What follows belongs to an exercise in optimizing a design on an open flow for small area and a short achievable clock period; a production flow would make more cautious choices. Function was checked by simulation only, so behaviour that the tests miss may differ from the original. Power is estimated from default activity; no workload was simulated.

==> flow/design.v <==
module qe_arb_wait (
    input  wire clk,
    input  wire clr,                 
    output reg  aged
);
    localparam [11:0] SEQ_INV = 12'b1010_1010_1010;
    reg  [11:0] seq_q;
    wire [11:0] s    = seq_q ^ SEQ_INV;
    wire        zero = (s[10:0] == 11'd0);
    wire [11:0] nxt  = {s[10:0], s[11] ^ s[5] ^ s[3] ^ s[0] ^ zero};
    always @(posedge clk) begin
        seq_q <= (clr ? 12'd0 : nxt) ^ SEQ_INV;
        aged  <= !clr && (aged || (s[11] && zero));
    end
endmodule
module qe_arb_order (
    input  wire [23:0] prio,
    input  wire [23:0] last,         
    output reg  [63:0] prec
);
    reg  [7:0] after;                
    reg  [3:0] key [0:7];
    reg  [7:0] gt;
    integer i, l;
    function automatic key_le(input [3:0] a, input [3:0] b);
        reg c;
        integer n;
        begin
            c = !a[0] | b[0];
            for (n = 1; n < 4; n = n + 1)
                c = b[n] ? (!a[n] | c) : (!a[n] & c);
            key_le = c;
        end
    endfunction
    always @(*) begin
        for (i = 0; i < 8; i = i + 1) begin
            for (l = 0; l < 8; l = l + 1)
                gt[l] = (i[2:0] > last[3*l +: 3]);
            after[i] = gt[prio[3*i +: 3]];
            key[i]   = {prio[3*i +: 3], !after[i]};
        end
        for (i = 0; i < 8; i = i + 1)
            prec[8*i + i] = 1'b0;
        for (i = 0; i < 8; i = i + 1)
            for (l = i + 1; l < 8; l = l + 1) begin
                prec[8*l + i] = key_le(key[i], key[l]);
                prec[8*i + l] = !prec[8*l + i];
            end
    end
endmodule
module qe_arb_pick (
    input  wire [7:0]  req,
    input  wire [7:0]  aged,
    input  wire        deadline,
    input  wire [63:0] prec,
    output reg  [7:0]  win
);
    wire [7:0] areq = req & aged;
    wire [7:0] cand = (|areq) ? areq : req;
    integer i;
    always @(*) begin
        for (i = 0; i < 8; i = i + 1)
            win[i] = cand[i] && !(|(cand & prec[8*i +: 8]));
        if (deadline && req[4])
            win = 8'b0001_0000;
    end
endmodule
module qe_arb (
    input  wire        clk,
    input  wire        rst,
    input  wire [7:0]  req,          
    input  wire [31:0] req_len,      
    input  wire        deadline,     
    input  wire        prio_we,      
    input  wire [23:0] prio_wdata,
    output wire [23:0] prio,         
    output wire [7:0]  gnt,          
    output wire [7:0]  aged,         
    output wire        beat_valid,   
    output wire [2:0]  beat_id,      
    output wire        beat_first    
);
    localparam [23:0] PRIO_RESET = {3'd6, 3'd3, 3'd4, 3'd2, 3'd2, 3'd1, 3'd1, 3'd1};
    reg [23:0] prio_r;
    reg [23:0] last;                 
    reg [3:0]  bcnt;                 
    reg        bvalid;
    reg        bfirst;
    reg [2:0]  bid;
    assign prio       = prio_r;
    assign beat_valid = bvalid;
    assign beat_first = bfirst;
    assign beat_id    = bid;
    wire decide = !bvalid || (bcnt == 4'd0);
    wire [63:0] prec;
    wire [7:0]  win;
    qe_arb_order u_order (.prio(prio_r), .last(last), .prec(prec));
    qe_arb_pick  u_pick  (.req(req), .aged(aged), .deadline(deadline), .prec(prec), .win(win));
    assign gnt = decide ? win : 8'd0;
    wire grant = decide && (|req);
    genvar g;
    generate
        for (g = 0; g < 8; g = g + 1) begin : g_wait
            qe_arb_wait u_wait (.clk(clk), .clr(rst || !req[g] || gnt[g]), .aged(aged[g]));
        end
    endgenerate
    wire [2:0] winner = {|win[7:4], win[7] | win[6] | win[3] | win[2],
                         win[7] | win[5] | win[3] | win[1]};
    reg  [3:0] win_len;
    reg  [2:0] win_prio;
    integer i;
    always @(*) begin
        win_len  = 4'd0;
        win_prio = 3'd0;
        for (i = 0; i < 8; i = i + 1)
            if (win[i]) begin
                win_len  = win_len | req_len[4*i +: 4];
                win_prio = win_prio | prio_r[3*i +: 3];
            end
    end
    always @(posedge clk) begin
        if (rst) begin
            prio_r <= PRIO_RESET;
            last   <= {8{3'd7}};
            bvalid <= 1'b0;
        end else begin
            if (prio_we)
                prio_r <= prio_wdata;
            if (grant) begin
                last[3*win_prio +: 3] <= winner;
                bvalid <= 1'b1;
            end else if (bcnt == 4'd0) begin
                bvalid <= 1'b0;
            end
        end
        if (grant) begin
            bcnt   <= win_len;
            bid    <= winner;
            bfirst <= 1'b1;
        end else begin
            bcnt   <= bcnt - 4'd1;
            bfirst <= 1'b0;
        end
    end
endmodule
==> flow/flow/run.sh <==
#!/bin/bash
# Layout flow: the standard ORFS flow (standard.sh), with three changes:
#  - synthesis maps the logic with an area-oriented ABC script (flow/abc_area.script);
#    flip-flops are mapped before ABC runs, so the registers are the standard synthesis's;
#  - the ports get plain buffers (buf_1) instead of the delay buffers buffer_ports picks;
#  - timing repair aims for a setup slack of SETUP_SLACK_MARGIN below the clock period.
# Each tool's output goes to the ORFS logs under orfs/logs; make's output to orfs_make.log.
set -euo pipefail
here=$(pwd)
rm -rf "$here/orfs_scripts"
cp -r "$FLOW_HOME/scripts" "$here/orfs_scripts"
pre="$here/orfs_scripts/synth_preamble.tcl"
sed -i 's|^if { \$::env(ABC_AREA) } {|if { [info exists ::env(FLOW_ABC_SCRIPT)] } {\n  set abc_script $::env(FLOW_ABC_SCRIPT)\n} elseif { $::env(ABC_AREA) } {|' "$pre"
grep -q FLOW_ABC_SCRIPT "$pre"
export FLOW_ABC_SCRIPT="$here/flow/abc_area.script"
bash standard.sh "SCRIPTS_DIR=$here/orfs_scripts" \
    "BUFFER_PORTS_ARGS=-buffer_cell sky130_fd_sc_hd__buf_1" \
    "SETUP_SLACK_MARGIN=11" finish > orfs_make.log 2>&1
==> flow/flow/abc_area.script <==
strash
dch
map -a
strash
dch
map -a
topo
==> flow/standard.sh <==
#!/bin/bash
# synth_recipe.tcl (not shown) runs the flow's synth.tcl, then flattens the netlist and writes it again
# the make line also repeats each setting of config.mk as NAME=value (left out here)
make -C /OpenROAD-flow-scripts/flow DESIGN_CONFIG=/design/flow/config.mk WORK_HOME=/design/flow/orfs CLKGATE_MAP_FILE= SYNTH_SCRIPT=/design/flow/synth_recipe.tcl "${@:-finish}"
==> flow/config.mk <==
export PLATFORM = sky130hd
export DESIGN_NAME = qe_arb
export DESIGN_NICKNAME = qe_arb
export VERILOG_FILES = /design/flow/design.v
export SDC_FILE = /design/flow/constraint.sdc
export NUM_CORES = 4
export LEC_CHECK = 0
export CAP_MARGIN = 20
export CORE_MARGIN = 2
export CORE_UTILIZATION = 50
export CTS_BUF_LIST = sky130_fd_sc_hd__clkbuf_4 sky130_fd_sc_hd__clkbuf_8
export CTS_CLUSTER_SIZE = 30
export SLEW_MARGIN = 20
==> flow/constraint.sdc <==
create_clock -name core_clock -period 20.0 [get_ports {clk}]
set_input_delay 4.0000 -clock core_clock [delete_from_list [all_inputs] [get_ports {clk}]]
set_output_delay 4.0000 -clock core_clock [all_outputs]
set_load 0.01 [all_outputs]
==> impl_metrics.env, run 1 <==
export IMPL_antenna_violating_nets_post_route=0
export IMPL_hold_start="g_wait[1].u_wait.seq_q[10]"
export IMPL_layoutNonFillerInstCount=1350
export IMPL_die_y_um=127
export IMPL_drtIter0Drc=985
export IMPL_required_arrival_time_at_the_worst_endpoint_ps=16000
export IMPL_synth_seq_area_share=0.431
export IMPL_place_detailed_instances=1277
export IMPL_combinational_power_share=0.234
export IMPL_clkLatencyLatePin_ps=460
export IMPL_timing_worst_slew_pin_value_ps=1080
export IMPL_vias=8332
export IMPL_initial_utilization=0.515
export IMPL_worst_r2r_cell_count=25
export IMPL_finalCriticalPeriod_ps=9910
export IMPL_totalNegativeSetupSlack_ps=0
export IMPL_hold_viol=0
export IMPL_cts_sink_count=161
export IMPL_finalWeightedCongestion=0.991
export IMPL_powerDensity_nw_per_um2=87.8
export IMPL_yosys_cell_types_count=31
export IMPL_synthesis_area_um2=7550
export IMPL_muxShareOfSynthArea=0
export IMPL_cts_htree_levels=4
export IMPL_groute_usage_overall=0.329
export IMPL_r2r_setup_slack_ps=13930
export IMPL_diodes=0
export IMPL_die_width_um=127
export IMPL_setup_violations=0
export IMPL_adder_cell_fraction_of_synth_area=0.00663
export IMPL_p_int_uw=538
export IMPL_core_rowCount=44
export IMPL_fp_coreArea_um2=14600
export IMPL_syn_area_per_cell_um2=7.65
export IMPL_critical_path_max_stage_delay_ps=270
export IMPL_start_kind="input port"
export IMPL_max_freq_ghz=0.101
export IMPL_p_leak_nw=3.42
export IMPL_seq_power_share=0.447
export IMPL_startpoint="req[2]"
export IMPL_timing_slew_headroom=0.275
export IMPL_route_met3_wl_mm=2.70
export IMPL_gr_total_overflow=0
export IMPL_multi_input_comb_area_um2=4120
export IMPL_timing_rr_end="last[20]"
export IMPL_share_of_power_burned_in_the_clock_network=0.319
export IMPL_setup_cp_type="in2out"
export IMPL_layout_core_utilization=0.641
export IMPL_slew_viol_final=0
export IMPL_power_switching_fraction=0.347
export IMPL_run_status="timing/DRC/antenna clean"
export IMPL_net_load_switching_power_uw=286
export IMPL_synth_simple_gate_area_frac=0.197
export IMPL_holdPathEnd="g_wait[1].u_wait.seq_q[11]"
export IMPL_fraction_of_registers_with_async_set_or_reset_after_synthesis=0
export IMPL_avgRoutedWirePerCell_um=19.8
export IMPL_mappedNetlistNets=1059
export IMPL_clock_path_buffers=2
export IMPL_dominant_combinational_cell_family_by_area_after_synthesis="compound AO/OA/AOI/OAI gates"
export IMPL_yosys_area_top_type="dfxtp_1"
export IMPL_synth_top_flop_cell="dfxtp_1"
export IMPL_fraction_of_the_mapped_netlist_area_in_compound_gates=0.268
export IMPL_routed_wl_met2_mm=11.6
export IMPL_dr_max_layer_used="met4"
export IMPL_drcViolationCount=0
export IMPL_syn_to_final_growth_pct=24.3
export IMPL_synth_yosys_warnings=5
export IMPL_register_area_um2=3250
export IMPL_layout_nets=1225
export IMPL_placement_setup_worst_slack_ps=9530
export IMPL_endpoint_kind="output pin"
export IMPL_post_route_worst_setup_slack_ps=10090
export IMPL_die_area_um2=16100
export IMPL_cp_cell_sequence="buf_8, clkinv_4, o21ai_4, a211oi_4, buf_6, buf_4, o21ai_4, nor2_1, nor4_2, o211ai_1, nor2_4, clkinv_4, nor2_4, buf_6"
export IMPL_final_critical_path_share_of_the_clock_period=0.495
export IMPL_fillCellCount=1312
export IMPL_pre_antenna_drt_iters=6
export IMPL_route_final_wire_length_mm=26.8
export IMPL_placement_io_buffers=112
export IMPL_slowest_stage="nor4_2"
export IMPL_grt_start_max_net_pins=52
export IMPL_clock_tree_root_cell="clkbuf_8"
export IMPL_post_route_cells_drive_above_1_share=0.136
export IMPL_r2r_start="prio_r[15]"
export IMPL_cts_hold_fix_buffers=0
export IMPL_yosys_area_share_xor_xnor=0.0325
export IMPL_worst_path_max_fanout=6
export IMPL_worst_hold_path_num_cells=1
export IMPL_synth_edff_count=3
export IMPL_netlist_top_cells_count="158 x dfxtp_1, 158 x nor2_1, 117 x nand2_1"
export IMPL_tritoncts="yes"
export IMPL_synth_seq_cells=161
export IMPL_cts_buffers_inserted=17
export IMPL_ioPinCount=113
export IMPL_grt_setup_unrepaired="yes"
export IMPL_post_synth_main_area_contributors="dfxtp_1 42%, nor2_1 7.9%, nand2_1 5.8%, clkinv_1 5.6%, a21oi_1 4.8%"
export IMPL_worst_clock_skew_ps=12.5
export IMPL_ir_drop_worst_vdd_uv=74.5
export IMPL_met1_length_mm=11.4
export IMPL_viasPerCell=6.17
export IMPL_clkSlewWorstSetupHoldPaths_ps=80
export IMPL_critical_path_arrival_ps=5910
export IMPL_postSynthCellCount=987
export IMPL_vias_in_the_first_global_route=7656
export IMPL_number_of_antenna_violations_at_the_first_check_in_global_routing=0
export IMPL_synth_top_cell_area_share=0.419
export IMPL_maxCapViolCount=0
export IMPL_worstHoldPathType="reg2reg"
export IMPL_hpwl_mm=18.7
export IMPL_wire_length_of_the_first_global_routing_pass_mm=41.4
-- registers in the layout (all words and copies together), names as in the netlist --
name and count:
bvalid 1, bid 3, g_wait.u_wait.aged 8, prio_r 24
bfirst 1, bcnt 4, last 24, g_wait.u_wait.seq_q 96
-- worst max path at each step --
stage | slack (ps) | endpoint | depth (start not counted)
6_report | 10090 | gnt[7] | 14
3_5_place_dp | 9530 | gnt[3] | 12
2_1_floorplan | 10270 | gnt[3] | 11
3_3_place_gp | 9590 | gnt[3] | 12
4_1_cts | 10090 | gnt[6] | 14
5_1_grt | 9970 | gnt[7] | 14
-- timing repair --
action / 4_1_cts / 5_1_grt
endpoints found under the setup margin: 8 / 8
buffers inserted: 33 / 8
resized for setup: 99 / 14
pin swaps: 34 / 18
-- critical path, delay by kind of cell --
| kind | cells | cell delay [ps] |
|---|---|---|
| AOI/OAI and AO/OA | 4 | 610 |
| buffers and inverters | 6 | 630 |
| and+or+nand+nor | 4 | 660 |
-- cell type report --
type / count / share of cell area
Inverter: 113 / 0.0489
Tap cell: 184 / 0.0245
Timing Repair Buffer: 155 / 0.0935
Clock inverter: 14 / 0.0212
Multi-Input combinational cell: 705 / 0.439
Clock buffer: 18 / 0.0257
Sequential cell: 161 / 0.347
-- cells in the final DEF, fill, tap and decap left out, types with 8 or more instances in the layout --
| cell | instances |
|---|---|
| o22ai_1 | 46 |
| o21ai_4 | 8 |
| a221oi_1 | 15 |
| buf_1 | 94 |
| dfxtp_1 | 158 |
| a21oi_1 | 71 |
| nand4_1 | 11 |
| o211ai_1 | 19 |
| clkinv_2 | 9 |
| o21ai_0 | 51 |
| buf_6 | 15 |
| clkinv_1 | 97 |
| o221ai_1 | 18 |
| a22oi_1 | 35 |
| xor2_1 | 14 |
| nor3_1 | 31 |
| nand3_1 | 26 |
| clkbuf_8 | 17 |
| buf_4 | 38 |
| nor2_4 | 12 |
| nor2_1 | 142 |
| nor4_1 | 9 |
| xnor2_1 | 14 |
| nand2_1 | 115 |
| o311ai_0 | 16 |
-- cell families (layout without fill, tap and decap cells) --
logic type | count (synthesis) | in the layout
compound gates | 313 | 313
flops | 161 | 161
simple gates | 360 | 360
buf+inv | 121 | 300
xor+xnor | 28 | 28
fa+ha+maj | 4 | 4
-- routing by layer --
layer  up-vias  track usage
li1       3904            -
met1      3843        0.431
met2       464        0.514
met3       121        0.103
met4         0        0.118
met5         -            0
-- stage by stage --
| stage | hold WS, ps | instance area [µm²] | power, mW |
|---|---|---|---|
| global placement | 368 | 8240 | 0.544 |
| global route | 403 | 9380 | 0.862 |
| detailed placement | 371 | 8240 | 0.543 |
| floorplan | 366 | 7630 | 0.482 |
| CTS | 389 | 9270 | 0.817 |
| finish | 392 | 9380 | 0.824 |
-- power groups by stage --
stage	combinational (mW)	clock, mW	sequential [mW]
after global placement	0.170	0	0.374
after detailed placement	0.169	0	0.374
after global routing	0.210	0.282	0.369
after floorplan	0.115	0	0.368
after CTS	0.183	0.267	0.367
final	0.193	0.263	0.368
==> inputs of run 2 (changes only) <==
--- a/flow/flow/run.sh
+++ b/flow/flow/run.sh
@@ -15,4 +15,4 @@
 export FLOW_ABC_SCRIPT="$here/flow/abc_area.script"
 bash standard.sh "SCRIPTS_DIR=$here/orfs_scripts" \
     "BUFFER_PORTS_ARGS=-buffer_cell sky130_fd_sc_hd__buf_1" \
-    "SETUP_SLACK_MARGIN=11" finish > orfs_make.log 2>&1
+    "SETUP_SLACK_MARGIN=0" finish > orfs_make.log 2>&1
==> run 2 against run 1 <==
Power shrank 7.2%. Flip-flop and latch count is the same. Via count shrank 3.8%. Still clean. Core utilization shrank 5.9 points. Highest routed layer unchanged. First-iteration DRC count grew 11%. Register-to-register slack lost 250 ps. Clock skew is essentially flat. Combinational power shrank 11%.
==> impl_metrics.env, run 2 <==
export IMPL_setup_violations=0
export IMPL_final_critical_path_share_of_the_clock_period=0.559
export IMPL_syn_to_final_growth_pct=13.0
export IMPL_worstHoldPathType="reg2reg"
export IMPL_fp_coreArea_um2=14600
export IMPL_postSynthCellCount=987
export IMPL_totalNegativeSetupSlack_ps=0
export IMPL_slew_viol_final=0
export IMPL_top_regs="g_wait.u_wait.seq_q: 96 flops, last: 24 flops, prio_r: 24 flops"
export IMPL_hpwl_mm=18.5
export IMPL_netlist_top_cells_count="158 x dfxtp_1, 158 x nor2_1, 117 x nand2_1"
export IMPL_synth_top_cell_area_share=0.419
export IMPL_startpoint="req[2]"
export IMPL_required_arrival_time_at_the_worst_endpoint_ps=16000
export IMPL_gr_total_overflow=0
export IMPL_cts_buffers_inserted=17
export IMPL_diodes=0
export IMPL_core_rowCount=44
export IMPL_muxShareOfSynthArea=0
export IMPL_finalWeightedCongestion=1.01
export IMPL_hold_start="g_wait[4].u_wait.seq_q[2]"
export IMPL_regMostFlops="g_wait.u_wait.seq_q"
export IMPL_synth_seq_area_share=0.431
export IMPL_r2r_start="prio_r[9]"
export IMPL_mostFrequentLayoutCells="158 x nor2_1, 158 x dfxtp_1, 117 x nand2_1, 113 x clkinv_1, 110 x buf_1"
export IMPL_drcViolationCount=0
export IMPL_fraction_of_the_mapped_netlist_area_in_compound_gates=0.268
export IMPL_fraction_of_registers_with_async_set_or_reset_after_synthesis=0
export IMPL_max_freq_ghz=0.0895
export IMPL_grt_setup_unrepaired="no"
export IMPL_clkSlewWorstSetupHoldPaths_ps=90
export IMPL_ir_drop_worst_vdd_uv=65.7
export IMPL_cts_sink_count=161
export IMPL_hold_viol=0
export IMPL_vias=8016
export IMPL_p_leak_nw=3.03
export IMPL_ioPinCount=113
export IMPL_fin_worst_hold_slack_ps=390
export IMPL_start_kind="input port"
export IMPL_yosys_area_top_type="dfxtp_1"
export IMPL_die_y_um=127
export IMPL_post_route_cells_drive_above_1_share=0.0364
export IMPL_placedInstanceArea_um2=8160
export IMPL_syn_area_per_cell_um2=7.65
export IMPL_synthesis_area_um2=7550
export IMPL_setup_cp_type="in2out"
export IMPL_final_non_filler_cell_area_um2=8530
export IMPL_clock_tree_root_cell="clkbuf_8"
export IMPL_synth_yosys_warnings=5
export IMPL_powerDensity_nw_per_um2=89.7
export IMPL_groute_usage_overall=0.315
export IMPL_cts_htree_levels=4
export IMPL_finalCriticalPeriod_ps=11170
export IMPL_clkLatencyLatePin_ps=460
export IMPL_yosys_cell_types_count=31
export IMPL_route_final_wire_length_mm=25.3
export IMPL_placement_setup_worst_slack_ps=8980
export IMPL_number_of_flip_flops_under_the_largest_register_name=96
export IMPL_totalPowerFinal_uw=765
export IMPL_layout_nets=1184
export IMPL_timing_slew_headroom=0.311
export IMPL_vias_in_the_first_global_route=7423
export IMPL_viasPerCell=6.12
export IMPL_die_width_um=127
export IMPL_worst_path_max_fanout=9
export IMPL_antenna_violating_nets_post_route=0
export IMPL_synth_edff_count=3
export IMPL_avgRoutedWirePerCell_um=19.3
export IMPL_yosys_area_share_xor_xnor=0.0325
export IMPL_adder_cell_fraction_of_synth_area=0.00663
export IMPL_timing_worst_slew_pin_value_ps=1030
export IMPL_synth_seq_cells=161
export IMPL_placement_io_buffers=112
export IMPL_endpoint_kind="output pin"
export IMPL_initial_utilization=0.515
export IMPL_fillCellCount=1427
export IMPL_critical_path_arrival_ps=7170
export IMPL_synth_simple_gate_area_frac=0.197
export IMPL_number_of_antenna_violations_at_the_first_check_in_global_routing=0
export IMPL_wire_length_of_the_first_global_routing_pass_mm=39.8
export IMPL_cts_setup_buffers=0
export IMPL_dominant_combinational_cell_family_by_area_after_synthesis="compound AO/OA/AOI/OAI gates"
export IMPL_post_route_worst_setup_slack_ps=8830
export IMPL_mappedNetlistNets=1059
export IMPL_post_cts_resize_count=0
export IMPL_maxCapViolCount=0
export IMPL_pre_antenna_drt_iters=7
export IMPL_drtIter0Drc=1089
export IMPL_clock_path_buffers=2
export IMPL_die_area_um2=16100
export IMPL_synth_top_flop_cell="dfxtp_1"
export IMPL_worst_clock_skew_ps=12.4
export IMPL_run_status="timing/DRC/antenna clean"
export IMPL_grt_start_max_net_pins=52
export IMPL_tritoncts="yes"
export IMPL_post_synth_main_area_contributors="dfxtp_1 42%, nor2_1 7.9%, nand2_1 5.8%, clkinv_1 5.6%, a21oi_1 4.8%"
export IMPL_cts_hold_fix_buffers=0
-- run 2: final cells by class --
cell class	instances	area [µm²]	area share
inverters	113	424	0.0498
clock inverters	13	121	0.0142
well taps	184	230	0.0270
flip-flops and latches	161	3250	0.382
clock buffers	19	249	0.0292
multi-input cells	705	3810	0.447
repair buffers	114	438	0.0514
-- run 2: final timing paths --
path | to | slack [ps] | cells after the start
worst max-delay path | gnt[3] | 8830 | 12
worst min-delay path | g_wait[4].u_wait.seq_q[3] | 390 | 1
worst max register to register | last[18] | 13680 | 24
worst min register to register | g_wait[4].u_wait.seq_q[3] | 390 | 1
-- run 2: layer usage --
layer	wire, µm	track usage
met5	0	0
met4	959	0.141
met3	2370	0.0759
met2	11300	0.495
met1	10700	0.412
-- run 2: logic make-up (layout without fill, tap and decap cells) --
kind of cell	after synthesis	in the layout
buffers and inverters	121	259
xor gates and xnor gates	28	28
and+or+nand+nor	360	360
AOI/OAI and AO/OA	313	313
DFF	161	161
adders and majority gates	4	4
-- run 2: critical path: stages --
cell and delay (ps):
buf_1 140, clkinv_1 100, o21ai_0 190, a211oi_1 130, o21ai_0 830, o21ai_0 240, a211oi_1 250, o221ai_1 160
nor2_1 540, clkinv_1 200, nor2_1 200, buf_1 190
-- run 2: power breakdown --
group | internal [mW] | total, mW | switching [mW]
registers | 0.341 | 0.367 | 0.0262
logic | 0.0561 | 0.171 | 0.115
clock network | 0.0937 | 0.226 | 0.133
-- run 2: through the flow --
stage / instances / util
5_1_grt: 1309 / 0.582
4_1_cts: 1309 / 0.582
3_5_place_dp: 1277 / 0.557
3_3_place_gp: 1277 / 0.557
6_report: 1309 / 0.582
2_1_floorplan: 987 / -
==> inputs of run 3 (changes only) <==
--- a/flow/flow/run.sh
+++ b/flow/flow/run.sh
@@ -15,4 +15,4 @@
 export FLOW_ABC_SCRIPT="$here/flow/abc_area.script"
 bash standard.sh "SCRIPTS_DIR=$here/orfs_scripts" \
     "BUFFER_PORTS_ARGS=-buffer_cell sky130_fd_sc_hd__buf_1" \
-    "SETUP_SLACK_MARGIN=0" finish > orfs_make.log 2>&1
+    "SETUP_SLACK_MARGIN=10" finish > orfs_make.log 2>&1
==> run 3 against run 2 <==
Still clean. Critical path depth up 1. Synthesized area is the same. Cell count increased by 2.2%. Sequential power hardly changed.
==> impl_metrics.env, run 3 <==
export IMPL_run_status="timing/DRC/antenna clean"
export IMPL_required_arrival_time_at_the_worst_endpoint_ps=16000
export IMPL_layout_nets=1213
export IMPL_slowest_stage="a221oi_1"
export IMPL_worst_r2r_cell_count=26
export IMPL_synth_seq_area_share=0.431
export IMPL_fillCellCount=1350
export IMPL_totalPowerFinal_uw=813
export IMPL_yosys_area_top_type="dfxtp_1"
export IMPL_yosys_area_share_xor_xnor=0.0325
export IMPL_clkSlewWorstSetupHoldPaths_ps=100
export IMPL_hold_viol=0
export IMPL_worst_hold_path_num_cells=1
export IMPL_die_area_um2=16100
export IMPL_synth_seq_cells=161
export IMPL_die_y_um=127
export IMPL_drcViolationCount=0
export IMPL_path_buf_inv=6
export IMPL_max_freq_ghz=0.0997
export IMPL_wire_length_of_the_first_global_routing_pass_mm=41.2
export IMPL_timing_rr_end="last[18]"
export IMPL_gr_total_overflow=0
export IMPL_fraction_of_registers_with_async_set_or_reset_after_synthesis=0
export IMPL_placement_io_buffers=112
export IMPL_pre_antenna_drt_iters=9
export IMPL_netlist_top_cells_count="158 x dfxtp_1, 158 x nor2_1, 117 x nand2_1"
export IMPL_number_of_flip_flops_under_the_largest_register_name=96
export IMPL_avgRoutedWirePerCell_um=19.8
export IMPL_drtIter0Drc=1229
export IMPL_path_delay_family="compound AO/OA/AOI/OAI gates"
export IMPL_cts_buffers_inserted=17
export IMPL_vias_in_the_first_global_route=7576
export IMPL_p_leak_nw=3.31
export IMPL_hold_start="g_wait[3].u_wait.seq_q[2]"
export IMPL_synth_yosys_warnings=5
export IMPL_worst_clock_skew_ps=20.8
export IMPL_tritoncts="yes"
export IMPL_number_of_antenna_violations_at_the_first_check_in_global_routing=0
export IMPL_critical_path_arrival_ps=6030
export IMPL_muxShareOfSynthArea=0
export IMPL_r2r_setup_slack_ps=13690
export IMPL_cts_htree_levels=4
export IMPL_fraction_of_the_mapped_netlist_area_in_compound_gates=0.268
export IMPL_setup_violations=0
export IMPL_start_kind="input port"
export IMPL_die_width_um=127
export IMPL_hpwl_mm=18.6
export IMPL_place_detailed_instances=1278
export IMPL_synth_top_flop_cell="dfxtp_1"
export IMPL_groute_usage_overall=0.326
export IMPL_critical_path_max_stage_delay_ps=310
export IMPL_grt_start_max_net_pins=52
export IMPL_placedInstanceArea_um2=8170
export IMPL_multi_input_comb_area_um2=4080
export IMPL_finalWeightedCongestion=1.03
export IMPL_clock_path_buffers=2
export IMPL_powerDensity_nw_per_um2=89.0
export IMPL_register_area_um2=3250
export IMPL_synthesis_area_um2=7550
export IMPL_cts_hold_fix_buffers=0
export IMPL_syn_to_final_growth_pct=21.1
export IMPL_synth_edff_count=3
export IMPL_fp_coreArea_um2=14600
export IMPL_clock_tree_root_cell="clkbuf_8"
export IMPL_cp_cell_sequence="buf_2, inv_2, o21ai_2, a211oi_4, buf_12, o21ai_4, clkinv_2, a221oi_1, nand4_1, nand2_4, clkinvlp_4, nor2_4, buf_6"
export IMPL_grt_setup_unrepaired="yes"
export IMPL_initial_utilization=0.515
export IMPL_mostFrequentLayoutCells="158 x dfxtp_1, 142 x nor2_1, 115 x nand2_1, 98 x clkinv_1, 95 x buf_1"
export IMPL_worst_path_max_fanout=8
export IMPL_post_synth_main_area_contributors="dfxtp_1 42%, nor2_1 7.9%, nand2_1 5.8%, clkinv_1 5.6%, a21oi_1 4.8%"
export IMPL_viasPerCell=6.19
export IMPL_synth_simple_gate_area_frac=0.197
export IMPL_worstHoldPathType="reg2reg"
export IMPL_layoutNonFillerInstCount=1338
export IMPL_setup_cp_type="in2out"
export IMPL_holdPathEnd="g_wait[3].u_wait.seq_q[3]"
export IMPL_dominant_combinational_cell_family_by_area_after_synthesis="compound AO/OA/AOI/OAI gates"
export IMPL_antenna_violating_nets_post_route=0
export IMPL_final_non_filler_cell_area_um2=9140
export IMPL_route_final_wire_length_mm=26.4
export IMPL_clkLatencyLatePin_ps=480
export IMPL_post_route_cells_drive_above_1_share=0.121
export IMPL_synth_top_cell_area_share=0.419
export IMPL_diodes=0
export IMPL_r2r_start="prio_r[15]"
export IMPL_core_rowCount=44
export IMPL_ioPinCount=113
export IMPL_top_regs="g_wait.u_wait.seq_q: 96 flops, last: 24 flops, prio_r: 24 flops"
export IMPL_mostFrequentLayoutCell="dfxtp_1"
export IMPL_regMostFlops="g_wait.u_wait.seq_q"
export IMPL_totalNegativeSetupSlack_ps=0
export IMPL_cts_sink_count=161
export IMPL_timing_worst_slew_pin_value_ps=1040
export IMPL_slew_viol_final=0
export IMPL_vias=8280
export IMPL_mappedNetlistNets=1059
export IMPL_syn_area_per_cell_um2=7.65
export IMPL_postSynthCellCount=987
export IMPL_maxCapViolCount=0
export IMPL_adder_cell_fraction_of_synth_area=0.00663
export IMPL_layout_core_utilization=0.624
export IMPL_ir_drop_worst_vdd_uv=48.7
export IMPL_timing_slew_headroom=0.304
export IMPL_finalCriticalPeriod_ps=10030
export IMPL_final_critical_path_share_of_the_clock_period=0.501
export IMPL_yosys_cell_types_count=31
export IMPL_endpoint_kind="output pin"
run 3: power by group:
group	leakage [nW]	internal, mW	switching [mW]
Combinational	1.78	0.0645	0.123
Clock	0.209	0.130	0.127
Sequential	1.32	0.341	0.0270
Total	3.31	0.536	0.277
run 3: layer usage:
layer,track usage,wire length (µm),vias to the layer above
li1,-,-,3884
met1,0.460,11500,3775
met2,0.490,11500,522
met3,0.0692,2700,99
met4,0.124,749,0
met5,0,0,-
run 3: area by class of cell:
class	count	share of cell area
Timing Repair Buffer	143	0.0778
Sequential cell	161	0.356
Clock buffer	19	0.0279
Inverter	113	0.0479
Tap cell	184	0.0252
Clock inverter	13	0.0189
Multi-Input combinational cell	705	0.446
run 3: cell families (layout without fill, tap and decap cells):
group,after synthesis,after routing
and+or+nand+nor,360,360
AOI/OAI and AO/OA,313,313
DFF,161,161
adders and majority gates,4,4
buffers and inverters,121,288
xor gates and xnor gates,28,28
run 3: timing repair:
action,4_1_cts,5_1_grt
gates resized for setup,68,37
setup buffers,15,13
endpoints found under the setup margin,8,8
pin swaps,20,25
run 3: how the worst max path moves through the flow:
stage	end	slack [ps]	startpoint	cells past startpoint
floorplan	gnt[3]	10020	req[5]	11
global placement	gnt[3]	9090	req[2]	12
detailed placement	gnt[6]	9030	req[2]	12
CTS	gnt[3]	9990	req[1]	14
global route	gnt[4]	9930	req[5]	13
finish	gnt[4]	9970	req[2]	13
run 3: through the flow:
stage / setup slack, ps / hold slack, ps
after detailed placement: 9030 / 373
after global placement: 9090 / 371
after floorplan: 10020 / 366
after global routing: 9930 / 395
after CTS: 9990 / 383
final: 9970 / 380
==> inputs of run 4 (changes only) <==
--- a/flow/flow/run.sh
+++ b/flow/flow/run.sh
@@ -15,4 +15,4 @@
 export FLOW_ABC_SCRIPT="$here/flow/abc_area.script"
 bash standard.sh "SCRIPTS_DIR=$here/orfs_scripts" \
     "BUFFER_PORTS_ARGS=-buffer_cell sky130_fd_sc_hd__buf_1" \
-    "SETUP_SLACK_MARGIN=10" finish > orfs_make.log 2>&1
+    "SETUP_SLACK_MARGIN=9.3" finish > orfs_make.log 2>&1
==> run 4 against run 3 <==
Die area unchanged. Core utilization is 3.9 points lower. Still clean. Fmax down 5.9%. Critical path type unchanged. Wire length fell by 4.2%. Cell count decreased by 2.1%.
==> impl_metrics.env, run 4 <==
export IMPL_run_status="timing/DRC/antenna clean"
export IMPL_number_of_flip_flops_under_the_largest_register_name=96
export IMPL_worstHoldPathType="reg2reg"
export IMPL_synth_edff_count=3
export IMPL_hpwl_mm=18.5
export IMPL_synth_seq_area_share=0.431
export IMPL_viasPerCell=6.12
export IMPL_route_final_wire_length_mm=25.3
export IMPL_post_route_cells_drive_above_1_share=0.0444
export IMPL_layout_core_utilization=0.585
export IMPL_synth_top_cell_area_share=0.419
export IMPL_setup_cp_type="in2out"
export IMPL_mappedNetlistNets=1059
export IMPL_die_y_um=127
export IMPL_pre_antenna_drt_iters=8
export IMPL_synth_seq_cells=161
export IMPL_combinational_power_share=0.225
export IMPL_syn_area_per_cell_um2=7.65
export IMPL_timing_slew_headroom=0.309
export IMPL_drtIter0Drc=1031
export IMPL_clock_tree_root_cell="clkbuf_8"
export IMPL_wire_length_of_the_first_global_routing_pass_mm=39.8
export IMPL_cts_buffers_inserted=17
export IMPL_drcViolationCount=0
export IMPL_yosys_cell_types_count=31
export IMPL_fin_worst_hold_slack_ps=390
export IMPL_ioPinCount=113
export IMPL_ir_drop_worst_vdd_uv=65.7
export IMPL_seq_power_share=0.480
export IMPL_endpoint_kind="output pin"
export IMPL_placement_io_buffers=112
export IMPL_start_kind="input port"
export IMPL_clkLatencyLatePin_ps=460
export IMPL_totalNegativeSetupSlack_ps=0
export IMPL_antenna_violating_nets_post_route=0
export IMPL_place_detailed_instances=1277
export IMPL_die_area_um2=16100
export IMPL_placement_setup_worst_slack_ps=8980
export IMPL_synth_yosys_warnings=5
export IMPL_cts_sink_count=161
export IMPL_fillCellCount=1419
export IMPL_required_arrival_time_at_the_worst_endpoint_ps=16000
export IMPL_p_int_uw=491
export IMPL_powerDensity_nw_per_um2=89.4
export IMPL_hold_viol=0
export IMPL_worst_path_max_fanout=9
export IMPL_cts_htree_levels=4
export IMPL_synth_top_flop_cell="dfxtp_1"
export IMPL_worst_clock_skew_ps=14.3
export IMPL_p_leak_nw=3.04
export IMPL_critical_path_arrival_ps=6660
export IMPL_grt_setup_unrepaired="yes"
export IMPL_top_regs="g_wait.u_wait.seq_q: 96 flops, last: 24 flops, prio_r: 24 flops"
export IMPL_gr_total_overflow=0
export IMPL_power_switching_fraction=0.358
export IMPL_core_rowCount=44
export IMPL_slew_viol_final=0
export IMPL_postSynthCellCount=987
export IMPL_vias_in_the_first_global_route=7433
export IMPL_final_critical_path_share_of_the_clock_period=0.533
export IMPL_regMostFlops="g_wait.u_wait.seq_q"
export IMPL_totalPowerFinal_uw=766
export IMPL_diodes=0
export IMPL_placedInstanceArea_um2=8160
export IMPL_finalWeightedCongestion=1.01
export IMPL_tritoncts="yes"
export IMPL_post_synth_main_area_contributors="dfxtp_1 42%, nor2_1 7.9%, nand2_1 5.8%, clkinv_1 5.6%, a21oi_1 4.8%"
export IMPL_finalCriticalPeriod_ps=10660
export IMPL_timing_worst_slew_pin_value_ps=1030
export IMPL_max_freq_ghz=0.0939
export IMPL_netlist_top_cells_count="158 x dfxtp_1, 158 x nor2_1, 117 x nand2_1"
export IMPL_die_width_um=127
export IMPL_mostFrequentLayoutCells="158 x dfxtp_1, 152 x nor2_1, 117 x nand2_1, 113 x clkinv_1, 110 x buf_1"
export IMPL_vias=8013
export IMPL_r2r_setup_slack_ps=13920
export IMPL_yosys_area_top_type="dfxtp_1"
export IMPL_syn_to_final_growth_pct=13.5
export IMPL_final_non_filler_cell_area_um2=8570
export IMPL_clkSlewWorstSetupHoldPaths_ps=90
export IMPL_share_of_power_burned_in_the_clock_network=0.296
export IMPL_fraction_of_registers_with_async_set_or_reset_after_synthesis=0
export IMPL_synthesis_area_um2=7550
export IMPL_groute_usage_overall=0.315
export IMPL_fp_coreArea_um2=14600
export IMPL_post_route_worst_setup_slack_ps=9340
export IMPL_layoutNonFillerInstCount=1310
export IMPL_grt_start_max_net_pins=52
export IMPL_number_of_antenna_violations_at_the_first_check_in_global_routing=0
export IMPL_clock_path_buffers=2
export IMPL_setup_violations=0
export IMPL_net_load_switching_power_uw=275
export IMPL_maxCapViolCount=0
export IMPL_avgRoutedWirePerCell_um=19.3
export IMPL_mostFrequentLayoutCell="dfxtp_1"
export IMPL_initial_utilization=0.515
export IMPL_layout_nets=1185
-- run 4: cell counts after synthesis --
Identical to the previous run, type by type.
-- run 4: power by group through the flow --
stage                     combinational [mW]  sequential, mW  clock [mW]
after floorplan                        0.112           0.368           0
after global placement                 0.166           0.374           0
after detailed placement               0.165           0.374           0
after CTS                              0.167           0.366       0.230
after global routing                   0.191           0.369       0.243
final                                  0.172           0.367       0.227
-- run 4: path summary, 6_finish.rpt --
check | startpoint | endpoint | depth (start not counted)
setup reg to reg | prio_r[15] | last[18] | 24
hold reg to reg | g_wait[4].u_wait.seq_q[4] | g_wait[4].u_wait.seq_q[5] | 1
setup / recovery | req[2] | gnt[6] | 12
hold / removal | g_wait[4].u_wait.seq_q[4] | g_wait[4].u_wait.seq_q[5] | 1
-- run 4: cells by family after synthesis --
| kind of cell | Yosys count | share of synthesized area |
|---|---|---|
| flip-flops | 161 | 0.431 |
| adder cells (fa/ha/maj) | 4 | 0.00663 |
| buffers and inverters | 121 | 0.0642 |
| AO/OA/AOI/OAI | 313 | 0.268 |
| AND/OR/NAND/NOR | 360 | 0.197 |
| XOR/XNOR | 28 | 0.0325 |
-- run 4: final cells by class --
cell class              count  area (µm²)  share of cell area
multi-input cells         705        3840               0.449
flip-flops and latches    161        3250               0.380
repair buffers            115         445              0.0520
inverters                 113         424              0.0495
clock buffers              19         249              0.0291
well taps                 184         230              0.0269
clock inverters            13         121              0.0142
-- run 4: routing by layer --
| metal | share of wire | global-route usage |
|---|---|---|
| met1 | 0.42 | 0.412 |
| met5 | 0 | 0 |
| met2 | 0.45 | 0.496 |
| met3 | 0.098 | 0.0755 |
| met4 | 0.036 | 0.142 |
-- run 4: worst max-delay path: stages --
cell	delay (ps)
buf_1	140
clkinv_1	100
o21ai_0	230
a211oi_2	130
o21ai_1	430
clkinv_1	240
a211oi_1	260
o211ai_1	140
nor2_2	370
clkinv_1	190
nor2_1	240
buf_1	180
-- run 4: timing repair --
item | CTS | global route
buffers inserted | 0 | 1
hold buffers | 0 | 0
resized for setup | 8 | 9
pin swaps | 0 | 1
endpoints found under the setup margin | 7 | 8
==> inputs of run 5 (changes only) <==
--- a/flow/flow/run.sh
+++ b/flow/flow/run.sh
@@ -2,7 +2,7 @@
 # Layout flow: the standard ORFS flow (standard.sh), with three changes:
 #  - synthesis maps the logic with an area-oriented ABC script (flow/abc_area.script);
 #    flip-flops are mapped before ABC runs, so the registers are the standard synthesis's;
-#  - the ports get plain buffers (buf_1) instead of the delay buffers buffer_ports picks;
+#  - the ports get plain buffers (buf_2) instead of the delay buffers buffer_ports picks;
 #  - timing repair aims for a setup slack of SETUP_SLACK_MARGIN below the clock period.
 # Each tool's output goes to the ORFS logs under orfs/logs; make's output to orfs_make.log.
 set -euo pipefail
@@ -14,5 +14,5 @@
 grep -q FLOW_ABC_SCRIPT "$pre"
 export FLOW_ABC_SCRIPT="$here/flow/abc_area.script"
 bash standard.sh "SCRIPTS_DIR=$here/orfs_scripts" \
-    "BUFFER_PORTS_ARGS=-buffer_cell sky130_fd_sc_hd__buf_1" \
-    "SETUP_SLACK_MARGIN=9.3" finish > orfs_make.log 2>&1
+    "BUFFER_PORTS_ARGS=-buffer_cell sky130_fd_sc_hd__buf_2" \
+    "SETUP_SLACK_MARGIN=10.5" finish > orfs_make.log 2>&1
--- a/flow/config.mk
+++ b/flow/config.mk
@@ -7,7 +7,5 @@
 export LEC_CHECK = 0
 export CAP_MARGIN = 20
 export CORE_MARGIN = 2
-export CORE_UTILIZATION = 50
-export CTS_BUF_LIST = sky130_fd_sc_hd__clkbuf_4 sky130_fd_sc_hd__clkbuf_8
-export CTS_CLUSTER_SIZE = 30
+export CORE_UTILIZATION = 40
 export SLEW_MARGIN = 20
==> run 5 against run 4 <==
Still clean on timing, DRC and antenna. Die area is 24% higher. Hold slack lost 4.3 ps. Fmax increased by 7.3%. Sequential power is essentially flat. Core utilization decreased by 6.9 points. First-iteration DRC count is 2.2% higher. Non-clock buffer count is 28 higher. Combinational power rose by 13%. Flip-flop and latch count stayed put. Via count rose by 2.4%. Critical path type unchanged.
==> impl_metrics.env, run 5 <==
export IMPL_timing_slew_headroom=0.262
export IMPL_post_route_worst_setup_slack_ps=10070
export IMPL_place_detailed_instances=1326
export IMPL_tritoncts="yes"
export IMPL_fillCellCount=1869
export IMPL_die_area_um2=20000
export IMPL_mostFrequentLayoutCell="dfxtp_1"
export IMPL_path_delay_family="compound AO/OA/AOI/OAI gates"
export IMPL_grt_start_max_net_pins=52
export IMPL_initial_utilization=0.406
export IMPL_synth_yosys_warnings=5
export IMPL_ioPinCount=113
export IMPL_number_of_antenna_violations_at_the_first_check_in_global_routing=0
export IMPL_die_width_um=141
export IMPL_fraction_of_registers_with_async_set_or_reset_after_synthesis=0
export IMPL_mappedNetlistNets=1059
export IMPL_totalNegativeSetupSlack_ps=0
export IMPL_met1_length_mm=12.2
export IMPL_grt_setup_unrepaired="yes"
export IMPL_drcViolationCount=0
export IMPL_die_y_um=141
export IMPL_path_buf_inv=6
export IMPL_viasPerCell=5.91
export IMPL_regMostFlops="g_wait.u_wait.seq_q"
export IMPL_vias=8208
export IMPL_register_area_um2=3250
export IMPL_run_status="timing/DRC/antenna clean"
export IMPL_clock_path_buffers=2
export IMPL_drtIter0Drc=1054
export IMPL_cts_hold_fix_buffers=0
export IMPL_fp_coreArea_um2=18600
export IMPL_top_regs="g_wait.u_wait.seq_q: 96 flops, last: 24 flops, prio_r: 24 flops"
export IMPL_placement_setup_worst_slack_ps=9510
export IMPL_slew_viol_final=0
export IMPL_worstHoldPathType="reg2reg"
export IMPL_start_kind="input port"
export IMPL_synth_seq_cells=161
export IMPL_vias_in_the_first_global_route=7512
export IMPL_setup_violations=0
export IMPL_diodes=0
export IMPL_critical_path_arrival_ps=5930
export IMPL_yosys_cell_types_count=31
export IMPL_gr_total_overflow=0
export IMPL_clock_tree_root_cell="clkbuf_16"
export IMPL_critical_path_max_stage_delay_ps=250
export IMPL_routed_wl_met2_mm=12.3
export IMPL_ir_drop_worst_vdd_uv=55.4
export IMPL_cts_sink_count=161
export IMPL_totalPowerFinal_uw=885
export IMPL_hpwl_mm=19.8
export IMPL_syn_to_final_growth_pct=27.0
export IMPL_number_of_flip_flops_under_the_largest_register_name=96
export IMPL_cts_htree_levels=4
export IMPL_route_met3_wl_mm=2.34
export IMPL_wire_length_of_the_first_global_routing_pass_mm=42.2
export IMPL_fin_worst_hold_slack_ps=385
export IMPL_avgRoutedWirePerCell_um=19.8
export IMPL_yosys_area_top_type="dfxtp_1"
export IMPL_hold_viol=0
export IMPL_powerDensity_nw_per_um2=92.3
export IMPL_pre_antenna_drt_iters=7
export IMPL_final_non_filler_cell_area_um2=9590
export IMPL_synthesis_area_um2=7550
export IMPL_synth_seq_area_share=0.431
export IMPL_timing_worst_slew_pin_value_ps=1100
export IMPL_dr_max_layer_used="met4"
export IMPL_final_critical_path_share_of_the_clock_period=0.497
export IMPL_max_freq_ghz=0.101
export IMPL_mostFrequentLayoutCells="158 x dfxtp_1, 142 x nor2_1, 115 x nand2_1, 100 x buf_2, 97 x clkinv_1"
export IMPL_synth_edff_count=3
export IMPL_route_final_wire_length_mm=27.5
export IMPL_clkSlewWorstSetupHoldPaths_ps=70
export IMPL_finalWeightedCongestion=0.976
export IMPL_core_rowCount=50
export IMPL_layout_nets=1213
export IMPL_placedInstanceArea_um2=8430
export IMPL_cp_cell_sequence="buf_8, a22oi_2, nand2_2, a211oi_4, buf_12, buf_4, o21ai_4, buf_6, a211oi_2, o211ai_1, nor2_4, inv_2, nor2_4, buf_6"
export IMPL_layout_core_utilization=0.516
export IMPL_groute_usage_overall=0.271
export IMPL_maxCapViolCount=0
export IMPL_placement_io_buffers=112
export IMPL_syn_area_per_cell_um2=7.65
export IMPL_clkLatencyLatePin_ps=430
export IMPL_postSynthCellCount=987
export IMPL_synth_top_cell_area_share=0.419
export IMPL_p_leak_nw=3.70
export IMPL_antenna_violating_nets_post_route=0
export IMPL_endpoint_kind="output pin"
export IMPL_post_synth_main_area_contributors="dfxtp_1 42%, nor2_1 7.9%, nand2_1 5.8%, clkinv_1 5.6%, a21oi_1 4.8%"
export IMPL_post_route_cells_drive_above_1_share=0.207
export IMPL_multi_input_comb_area_um2=4110
export IMPL_cts_buffers_inserted=17
export IMPL_setup_cp_type="in2out"
export IMPL_netlist_top_cells_count="158 x dfxtp_1, 158 x nor2_1, 117 x nand2_1"
export IMPL_finalCriticalPeriod_ps=9930
export IMPL_layoutNonFillerInstCount=1388
export IMPL_worst_clock_skew_ps=14.0
export IMPL_worst_path_max_fanout=8
export IMPL_slowest_stage="a211oi_4"
export IMPL_required_arrival_time_at_the_worst_endpoint_ps=16000
export IMPL_synth_top_flop_cell="dfxtp_1"
[run 5: cell type report]
class                      count  area share
timing repair buffer         143      0.0934
multi-input combinational    705       0.429
clock buffer                  19      0.0462
tap                          234      0.0305
sequential                   161       0.339
clock inverter                13      0.0149
inverter                     113      0.0467
[run 5: kinds of logic (layout without fill, tap and decap cells)]
kind of cell | Yosys count | after routing | synth area share
xor gates and xnor gates | 28 | 28 | 0.0325
adders and majority gates | 4 | 4 | 0.00663
DFF | 161 | 161 | 0.431
buffers and inverters | 121 | 288 | 0.0642
and+or+nand+nor | 360 | 360 | 0.197
AOI/OAI and AO/OA | 313 | 313 | 0.268
[run 5: final timing paths]
kind	from	to	slack, ps	cells past startpoint
max	req[0]	gnt[6]	10070	14
min	g_wait[3].u_wait.seq_q[4]	g_wait[3].u_wait.seq_q[5]	390	1
max reg2reg	prio_r[15]	last[20]	13780	24
min reg2reg	g_wait[3].u_wait.seq_q[4]	g_wait[3].u_wait.seq_q[5]	390	1
[run 5: per-layer routing]
layer | vias to the layer above | global-route usage
li1 | 3879 | -
met1 | 3797 | 0.373
met2 | 461 | 0.417
met3 | 71 | 0.0645
met4 | 0 | 0.0963
met5 | - | 0
[run 5: report_power, final]
| group | internal (mW) | switching, mW | leakage, nW |
|---|---|---|---|
| Clock | 0.170 | 0.152 | 0.284 |
| Combinational | 0.0687 | 0.126 | 2.10 |
| Sequential | 0.341 | 0.0268 | 1.32 |
[run 5: what timing repair did]
action / in CTS / in global routing
buffers inserted: 19 / 11
setup endpoints to repair: 8 / 8
endpoints found under the hold margin: 0 / 0
gates resized for setup: 40 / 51
pin swaps: 23 / 31
cloned: 0 / 0
[run 5: worst register-to-register path: stages (launching register included)]
cell,delay (ps)
dfxtp_1,590
clkinv_1,630
o311ai_0,580
o311ai_0,240
nand2_1,150
clkinv_1,200
o211ai_1,140
o221ai_1,150
a22oi_1,440
o21ai_0,220
nor2_2,180
clkinv_2,110
buf_4,140
buf_4,130
o221ai_1,200
nor2_1,150
ha_1,230
or2_2,290
nand2_1,100
clkinv_1,100
nor2_1,320
clkinv_1,210
nor2_1,400
nand2_1,120
o211ai_1,110
==> inputs of run 6 (changes only) <==
--- a/flow/design.v
+++ b/flow/design.v
@@ -49,20 +49,21 @@
     end
 endmodule
 module qe_arb_pick (
+    input  wire        decide,
     input  wire [7:0]  req,
     input  wire [7:0]  aged,
     input  wire        deadline,
     input  wire [63:0] prec,
-    output reg  [7:0]  win
+    output reg  [7:0]  gnt
 );
+    wire       dl   = deadline && req[4];
     wire [7:0] areq = req & aged;
-    wire [7:0] cand = (|areq) ? areq : req;
+    wire [7:0] cand = ((|areq) ? areq : req) & {8{decide && !dl}};
     integer i;
     always @(*) begin
         for (i = 0; i < 8; i = i + 1)
-            win[i] = cand[i] && !(|(cand & prec[8*i +: 8]));
-        if (deadline && req[4])
-            win = 8'b0001_0000;
+            gnt[i] = cand[i] && !(|(cand & prec[8*i +: 8]));
+        gnt[4] = gnt[4] || (decide && dl);
     end
 endmodule
 module qe_arb (
@@ -93,10 +94,9 @@
     assign beat_id    = bid;
     wire decide = !bvalid || (bcnt == 4'd0);
     wire [63:0] prec;
-    wire [7:0]  win;
     qe_arb_order u_order (.prio(prio_r), .last(last), .prec(prec));
-    qe_arb_pick  u_pick  (.req(req), .aged(aged), .deadline(deadline), .prec(prec), .win(win));
-    assign gnt = decide ? win : 8'd0;
+    qe_arb_pick  u_pick  (.decide(decide), .req(req), .aged(aged), .deadline(deadline),
+                          .prec(prec), .gnt(gnt));
     wire grant = decide && (|req);
     genvar g;
     generate
@@ -104,8 +104,8 @@
             qe_arb_wait u_wait (.clk(clk), .clr(rst || !req[g] || gnt[g]), .aged(aged[g]));
         end
     endgenerate
-    wire [2:0] winner = {|win[7:4], win[7] | win[6] | win[3] | win[2],
-                         win[7] | win[5] | win[3] | win[1]};
+    wire [2:0] winner = {|gnt[7:4], gnt[7] | gnt[6] | gnt[3] | gnt[2],
+                         gnt[7] | gnt[5] | gnt[3] | gnt[1]};
     reg  [3:0] win_len;
     reg  [2:0] win_prio;
     integer i;
@@ -113,7 +113,7 @@
         win_len  = 4'd0;
         win_prio = 3'd0;
         for (i = 0; i < 8; i = i + 1)
-            if (win[i]) begin
+            if (gnt[i]) begin
                 win_len  = win_len | req_len[4*i +: 4];
                 win_prio = win_prio | prio_r[3*i +: 3];
             end
--- a/flow/flow/run.sh
+++ b/flow/flow/run.sh
@@ -2,7 +2,7 @@
 # Layout flow: the standard ORFS flow (standard.sh), with three changes:
 #  - synthesis maps the logic with an area-oriented ABC script (flow/abc_area.script);
 #    flip-flops are mapped before ABC runs, so the registers are the standard synthesis's;
-#  - the ports get plain buffers (buf_2) instead of the delay buffers buffer_ports picks;
+#  - the ports get plain buffers (buf_1) instead of the delay buffers buffer_ports picks;
 #  - timing repair aims for a setup slack of SETUP_SLACK_MARGIN below the clock period.
 # Each tool's output goes to the ORFS logs under orfs/logs; make's output to orfs_make.log.
 set -euo pipefail
@@ -14,5 +14,5 @@
 grep -q FLOW_ABC_SCRIPT "$pre"
 export FLOW_ABC_SCRIPT="$here/flow/abc_area.script"
 bash standard.sh "SCRIPTS_DIR=$here/orfs_scripts" \
-    "BUFFER_PORTS_ARGS=-buffer_cell sky130_fd_sc_hd__buf_2" \
-    "SETUP_SLACK_MARGIN=10.5" finish > orfs_make.log 2>&1
+    "BUFFER_PORTS_ARGS=-buffer_cell sky130_fd_sc_hd__buf_1" \
+    "SETUP_SLACK_MARGIN=9.6" finish > orfs_make.log 2>&1
--- a/flow/config.mk
+++ b/flow/config.mk
@@ -7,5 +7,7 @@
 export LEC_CHECK = 0
 export CAP_MARGIN = 20
 export CORE_MARGIN = 2
-export CORE_UTILIZATION = 40
+export CORE_UTILIZATION = 50
+export CTS_BUF_LIST = sky130_fd_sc_hd__clkbuf_4 sky130_fd_sc_hd__clkbuf_8
+export CTS_CLUSTER_SIZE = 30
 export SLEW_MARGIN = 20
==> run 6 against run 5 <==
Wire length is 8.4% lower. Still clean. Power is 3.2% higher. Fmax is 3.5% lower. Largest power group unchanged. Combinational power is 42% higher. Highest routed layer unchanged. Clock power is 22% lower.
==> impl_metrics.env, run 6 <==
export IMPL_run_status="timing/DRC/antenna clean"
export IMPL_die_area_um2=16200
export IMPL_antenna_violating_nets_post_route=0
export IMPL_layout_nets=1202
export IMPL_critical_path_max_stage_delay_ps=310
export IMPL_path_buf_inv=3
export IMPL_worst_path_max_fanout=10
export IMPL_ioPinCount=113
export IMPL_grt_setup_unrepaired="yes"
export IMPL_mostFrequentLayoutCell="dfxtp_1"
export IMPL_mostFrequentLayoutCells="158 x dfxtp_1, 152 x nor2_1, 116 x clkinv_1, 115 x nand2_1, 110 x buf_1"
export IMPL_number_of_flip_flops_under_the_largest_register_name=96
export IMPL_drcViolationCount=0
export IMPL_wire_length_of_the_first_global_routing_pass_mm=39.8
export IMPL_fillCellCount=1475
export IMPL_synth_seq_cells=161
export IMPL_cts_sink_count=161
export IMPL_synthesis_area_um2=7590
export IMPL_vias=8032
export IMPL_endpoint_kind="output pin"
export IMPL_max_freq_ghz=0.0972
export IMPL_post_route_cells_drive_above_1_share=0.0534
export IMPL_grt_start_max_net_pins=49
export IMPL_viasPerCell=6.03
export IMPL_setup_cp_type="in2out"
export IMPL_synth_yosys_warnings=5
export IMPL_worst_clock_skew_ps=16.6
export IMPL_required_arrival_time_at_the_worst_endpoint_ps=16000
export IMPL_totalNegativeSetupSlack_ps=0
export IMPL_hpwl_mm=18.0
export IMPL_layout_core_utilization=0.582
export IMPL_most_common_cell_in_the_netlist="dfxtp_1"
export IMPL_clock_path_buffers=2
export IMPL_slew_viol_final=0
export IMPL_final_critical_path_share_of_the_clock_period=0.514
export IMPL_worstHoldPathType="reg2reg"
export IMPL_die_y_um=127
export IMPL_fp_coreArea_um2=15000
export IMPL_multi_input_comb_area_um2=3890
export IMPL_cts_htree_levels=4
export IMPL_start_kind="input port"
export IMPL_die_width_um=127
export IMPL_syn_area_per_cell_um2=7.62
export IMPL_core_rowCount=45
export IMPL_vias_in_the_first_global_route=7249
export IMPL_path_delay_family="simple AND/OR/NAND/NOR gates"
export IMPL_timing_worst_slew_pin_value_ps=951
export IMPL_top_regs="g_wait.u_wait.seq_q: 96 flops, last: 24 flops, prio_r: 24 flops"
export IMPL_drtIter0Drc=940
export IMPL_diodes=0
export IMPL_avgRoutedWirePerCell_um=19.0
export IMPL_yosys_area_top_type="dfxtp_1"
export IMPL_mappedNetlistNets=1068
export IMPL_tritoncts="yes"
export IMPL_synth_top_flop_cell="dfxtp_1"
export IMPL_number_of_antenna_violations_at_the_first_check_in_global_routing=0
export IMPL_syn_to_final_growth_pct=15.3
export IMPL_initial_utilization=0.505
export IMPL_postSynthCellCount=996
export IMPL_setup_violations=0
export IMPL_clkSlewWorstSetupHoldPaths_ps=100
export IMPL_finalCriticalPeriod_ps=10290
export IMPL_cts_buffers_inserted=17
export IMPL_slowest_stage="nor2_4"
export IMPL_layoutNonFillerInstCount=1331
export IMPL_synth_edff_count=3
export IMPL_maxCapViolCount=0
export IMPL_post_route_worst_setup_slack_ps=9710
export IMPL_p_leak_nw=3.17
export IMPL_placement_io_buffers=112
export IMPL_placement_setup_worst_slack_ps=8740
export IMPL_regMostFlops="g_wait.u_wait.seq_q"
export IMPL_clock_tree_root_cell="clkbuf_8"
export IMPL_pre_antenna_drt_iters=8
export IMPL_route_final_wire_length_mm=25.2
export IMPL_synth_top_cell_area_share=0.417
export IMPL_critical_path_arrival_ps=6290
export IMPL_netlist_top_cells_count="158 x dfxtp_1, 155 x nor2_1, 116 x clkinv_1"
export IMPL_powerDensity_nw_per_um2=104
export IMPL_place_detailed_instances=1299
export IMPL_hold_viol=0
export IMPL_ir_drop_worst_vdd_uv=55.7
export IMPL_groute_usage_overall=0.314
export IMPL_register_area_um2=3250
export IMPL_cts_setup_buffers=0
export IMPL_fraction_of_registers_with_async_set_or_reset_after_synthesis=0
export IMPL_finalWeightedCongestion=0.941
export IMPL_cp_cell_sequence="buf_1, a22oi_1, nand2_1, nor2_4, nor2_1, nor3_4, clkinv_1, a211oi_2, a21oi_1, nor2_1, o211ai_1, nor2_4, buf_1"
export IMPL_clkLatencyLatePin_ps=470
export IMPL_post_synth_main_area_contributors="dfxtp_1 42%, nor2_1 7.7%, clkinv_1 5.7%, nand2_1 5.7%, a21oi_1 5.1%"
export IMPL_timing_slew_headroom=0.361
export IMPL_yosys_cell_types_count=34
export IMPL_totalPowerFinal_uw=913
export IMPL_gr_total_overflow=0
export IMPL_synth_seq_area_share=0.429
run 6: cell count changes after synthesis, moves of 4 or more:
cell | previous run | this run
a31oi_1 | 5 | 1
o21ai_0 | 63 | 53
a22oi_1 | 39 | 43
nand3_1 | 27 | 38
nor3_1 | 33 | 38
xor2_1 | 14 | 10
a211oi_1 | 7 | 1
o311ai_0 | 16 | 20
a21oi_1 | 73 | 78
run 6: area by class of cell:
class	instances	area share
Sequential cell	161	0.372
Inverter	116	0.0498
Clock buffer	18	0.0276
Tap cell	188	0.0269
Multi-Input combinational cell	711	0.445
Clock inverter	14	0.0213
Timing Repair Buffer	123	0.0578
run 6: report_power, final:
| part | internal (mW) | leakage [nW] | switching, mW | total (mW) |
|---|---|---|---|---|
| clock | 0.109 | 0.216 | 0.142 | 0.251 |
| combinational | 0.0913 | 1.64 | 0.185 | 0.276 |
| sequential | 0.351 | 1.32 | 0.0345 | 0.385 |
| total | 0.551 | 3.17 | 0.362 | 0.913 |
run 6: repair_timing:
action,CTS,global route
pin swaps,0,1
hold buffers,0,0
cloned,0,0
setup endpoints to repair,6,6
gates resized for setup,7,5
run 6: logic make-up (layout without fill, tap and decap cells):
group | Yosys count | count (layout) | synth area share
AO/OA/AOI/OAI | 304 | 304 | 0.259
XOR/XNOR | 25 | 25 | 0.0289
adder cells (fa/ha/maj) | 4 | 4 | 0.00660
buffers and inverters | 124 | 271 | 0.0653
flip-flops | 161 | 161 | 0.429
AND/OR/NAND/NOR | 378 | 378 | 0.212
run 6: worst paths after layout:
path                                                 from                         to  slack, ps  depth (start not counted)
worst min register to register  g_wait[4].u_wait.seq_q[2]  g_wait[4].u_wait.seq_q[3]        390                          1
worst max register to register                 prio_r[18]                   last[19]      13840                         24
worst max-delay path                               req[4]                     gnt[3]       9710                         13
worst min-delay path            g_wait[4].u_wait.seq_q[2]  g_wait[4].u_wait.seq_q[3]        390                          1
run 6: metal layers:
layer | global-route usage | up-vias | wire, µm
met4 | 0.100 | 0 | 685
li1 | - | 3863 | -
met2 | 0.465 | 450 | 10700
met3 | 0.0750 | 74 | 2530
met5 | 0 | - | 0
met1 | 0.451 | 3645 | 11400
run 6: through the flow:
step | hold slack (ps) | area, µm²
3_5_place_dp | 371 | 8270
4_1_cts | 388 | 8730
5_1_grt | 401 | 8750
2_1_floorplan | 361 | 7590
6_report | 386 | 8750
3_3_place_gp | 371 | 8270
run 6: worst register-to-register path: stages, from the launching register on:
cell	delay [ps]
dfxtp_1	790
clkinv_1	580
o311ai_0	510
nand3_1	120
nand2_1	180
clkinv_1	200
o211ai_1	140
o221ai_1	140
o221ai_1	120
o21ai_0	230
nand2_1	120
o221ai_1	160
nor2_4	340
clkinv_1	150
o22ai_1	120
a221oi_1	70
and2_2	260
ha_1	210
or2_2	290
nand2_1	240
clkinv_1	300
nor2_1	340
clkinv_1	180
a21oi_1	130
o21ai_0	90
==> inputs of run 7 (changes only) <==
==> flow/flow/abc_area.script (replaced) <==
&get -n
&st
&dc2
&syn2
&dch -f
&nf -R 1000 -p
&put
--- a/flow/config.mk
+++ b/flow/config.mk
@@ -7,7 +7,7 @@
 export LEC_CHECK = 0
 export CAP_MARGIN = 20
 export CORE_MARGIN = 2
-export CORE_UTILIZATION = 50
+export CORE_UTILIZATION = 55
 export CTS_BUF_LIST = sky130_fd_sc_hd__clkbuf_4 sky130_fd_sc_hd__clkbuf_8
 export CTS_CLUSTER_SIZE = 30
 export SLEW_MARGIN = 20
==> run 7 against run 6 <==
Still clean. Critical path depth decreased by 2. Worst setup slack got worse by 2.6 ps. Power decreased by 12%. Non-clock buffer count increased by 3. Sequential share of layout area increased by 0.79 points. Synthesized cell count decreased by 14%. Highest routed layer unchanged.
==> impl_metrics.env, run 7 <==
export IMPL_run_status="timing/DRC/antenna clean"
export IMPL_yosys_cell_types_count=52
export IMPL_worst_path_max_fanout=12
export IMPL_antenna_violating_nets_post_route=0
export IMPL_mostFrequentLayoutCell="dfxtp_1"
export IMPL_fillCellCount=1146
export IMPL_worst_clock_skew_ps=13.8
export IMPL_most_common_cell_in_the_netlist="dfxtp_1"
export IMPL_endpoint_kind="output pin"
export IMPL_ioPinCount=113
export IMPL_powerDensity_nw_per_um2=93.7
export IMPL_post_synth_main_area_contributors="dfxtp_1 43%, nor2_1 5.2%, nand2_1 4.8%, o22ai_1 3.4%, a21oi_1 3.3%"
export IMPL_number_of_antenna_violations_at_the_first_check_in_global_routing=0
export IMPL_totalNegativeSetupSlack_ps=0
export IMPL_r2r_setup_slack_ps=13820
export IMPL_r2r_start="prio_r[9]"
export IMPL_synth_seq_area_share=0.439
export IMPL_layout_nets=1062
export IMPL_diodes=0
export IMPL_groute_usage_overall=0.330
export IMPL_synth_top_flop_cell="dfxtp_1"
export IMPL_top_regs="g_wait.u_wait.seq_q: 96 flops, last: 24 flops, prio_r: 24 flops"
export IMPL_clock_tree_root_cell="clkbuf_8"
export IMPL_p_int_uw=514
export IMPL_die_width_um=120
export IMPL_placement_io_buffers=112
export IMPL_cts_hold_fix_buffers=0
export IMPL_synth_edff_count=3
export IMPL_timing_worst_slew_pin_value_ps=1010
export IMPL_synth_seq_cells=161
export IMPL_clkLatencyLatePin_ps=470
export IMPL_slowest_stage="a222oi_1"
export IMPL_combinational_power_share=0.237
export IMPL_clock_path_buffers=2
export IMPL_maxCapViolCount=0
export IMPL_die_y_um=120
export IMPL_slew_viol_final=0
export IMPL_postSynthCellCount=853
export IMPL_final_critical_path_share_of_the_clock_period=0.514
export IMPL_number_of_flip_flops_under_the_largest_register_name=96
export IMPL_clkSlewWorstSetupHoldPaths_ps=90
export IMPL_initial_utilization=0.562
export IMPL_die_area_um2=14400
export IMPL_fp_coreArea_um2=13200
export IMPL_vias_in_the_first_global_route=7076
export IMPL_critical_path_arrival_ps=6290
export IMPL_tritoncts="yes"
export IMPL_cts_sink_count=161
export IMPL_yosys_area_top_type="dfxtp_1"
export IMPL_vias=7756
export IMPL_required_arrival_time_at_the_worst_endpoint_ps=16000
export IMPL_setup_cp_type="in2out"
export IMPL_syn_to_final_growth_pct=15.5
export IMPL_setup_violations=0
export IMPL_finalWeightedCongestion=0.980
export IMPL_timing_slew_headroom=0.324
export IMPL_worst_r2r_cell_count=20
export IMPL_route_final_wire_length_mm=24.1
export IMPL_power_switching_fraction=0.360
export IMPL_avgRoutedWirePerCell_um=20.4
export IMPL_critical_path_max_stage_delay_ps=340
export IMPL_gr_total_overflow=0
export IMPL_start_kind="input port"
export IMPL_worstHoldPathType="reg2reg"
export IMPL_timing_rr_end="last[6]"
export IMPL_post_route_cells_drive_above_1_share=0.0618
export IMPL_core_rowCount=42
export IMPL_wire_length_of_the_first_global_routing_pass_mm=37.4
export IMPL_max_freq_ghz=0.0972
export IMPL_share_of_power_burned_in_the_clock_network=0.294
export IMPL_regMostFlops="g_wait.u_wait.seq_q"
## run 7: power by group through the flow
stage / sequential (mW) / clock (mW) / combinational (mW)
after global routing: 0.379 / 0.255 / 0.206
after detailed placement: 0.382 / 0 / 0.182
after CTS: 0.374 / 0.241 / 0.183
after floorplan: 0.372 / 0 / 0.124
after global placement: 0.381 / 0 / 0.179
final: 0.376 / 0.236 / 0.190
## run 7: how the worst max path moves through the flow
stage / end / slack, ps / start
after CTS: gnt[0] / 9630 / req[0]
after global routing: gnt[6] / 9410 / req[2]
after floorplan: gnt[0] / 9760 / req[0]
after detailed placement: gnt[7] / 9520 / req[0]
final: gnt[6] / 9710 / req[0]
after global placement: gnt[7] / 9630 / req[2]
## run 7: layer usage
metal / up-vias / global-route usage / routed length [µm]
li1: 3535 / - / -
met1: 3659 / 0.428 / 9630
met2: 479 / 0.525 / 11200
met3: 83 / 0.0917 / 2520
met4: 0 / 0.121 / 747
met5: - / 0.0184 / 0
## run 7: cell families after synthesis
family,Yosys count,share of synthesized area
AND/OR/NAND/NOR,314,0.201
flip-flops,161,0.439
AO/OA/AOI/OAI,268,0.249
buffers and inverters,50,0.0293
multiplexers,23,0.0361
XOR/XNOR,32,0.0378
adder cells (fa/ha/maj),5,0.00810
## run 7: layout make-up
class | count | share of cell area
clock inverter | 14 | 0.0185
clock buffer | 18 | 0.0289
tap | 176 | 0.0257
timing repair buffer | 126 | 0.0616
sequential | 161 | 0.380
multi-input combinational | 642 | 0.467
inverter | 42 | 0.0184
## run 7: timing repair
action,4_1_cts,5_1_grt
resized for setup,1,7
pin swaps,0,3
setup endpoints to repair,1,6
setup buffers,0,5
## run 7: metrics by stage
step | power [mW] | setup WS (ps) | area, µm² | util | instances
after floorplan | 0.496 | 9760 | 7420 | - | 853
after global placement | 0.560 | 9630 | 8100 | 0.614 | 1142
after detailed placement | 0.563 | 9520 | 8100 | 0.614 | 1142
after CTS | 0.798 | 9630 | 8510 | 0.645 | 1174
after global routing | 0.839 | 9410 | 8570 | 0.650 | 1179
final | 0.803 | 9710 | 8570 | 0.650 | 1179
## run 7: worst max-delay path: cells and delay by family
| kind | cells | cell delay (ps) |
|---|---|---|
| simple gates | 3 | 690 |
| buf+inv | 4 | 740 |
| compound gates | 4 | 850 |

==> re-timing with driven ports <==
No port has a modelled driver above. Below, the same layouts with a new extraction and two added sets of constraints. Step 1 sets driving cells, clkbuf_16 on the clock port and buf_2 on the other inputs (assumed; they add their load-dependent delay and slew). Step 2 times the ports against the registers' clock, not the clock port: input delays grow and output delays shrink by t, the midpoint of the rising clock arrivals with the driver on. a / b / c = ideal ports / drivers / drivers and shift; a / b = the first two.
run	t, ns	setup slack, ns
run 1	0.501	10.091 / 10.038 / 10.038
run 2	0.495	8.826 / 8.802 / 8.802
run 3	0.507	9.971 / 9.939 / 9.939
run 4	0.495	9.345 / 9.320 / 9.320
run 5	0.474	10.068 / 10.023 / 10.023
run 6	0.502	9.713 / 9.691 / 9.691
run 7	0.499	9.710 / 9.691 / 9.691
After both steps every run listed still meets setup and hold.
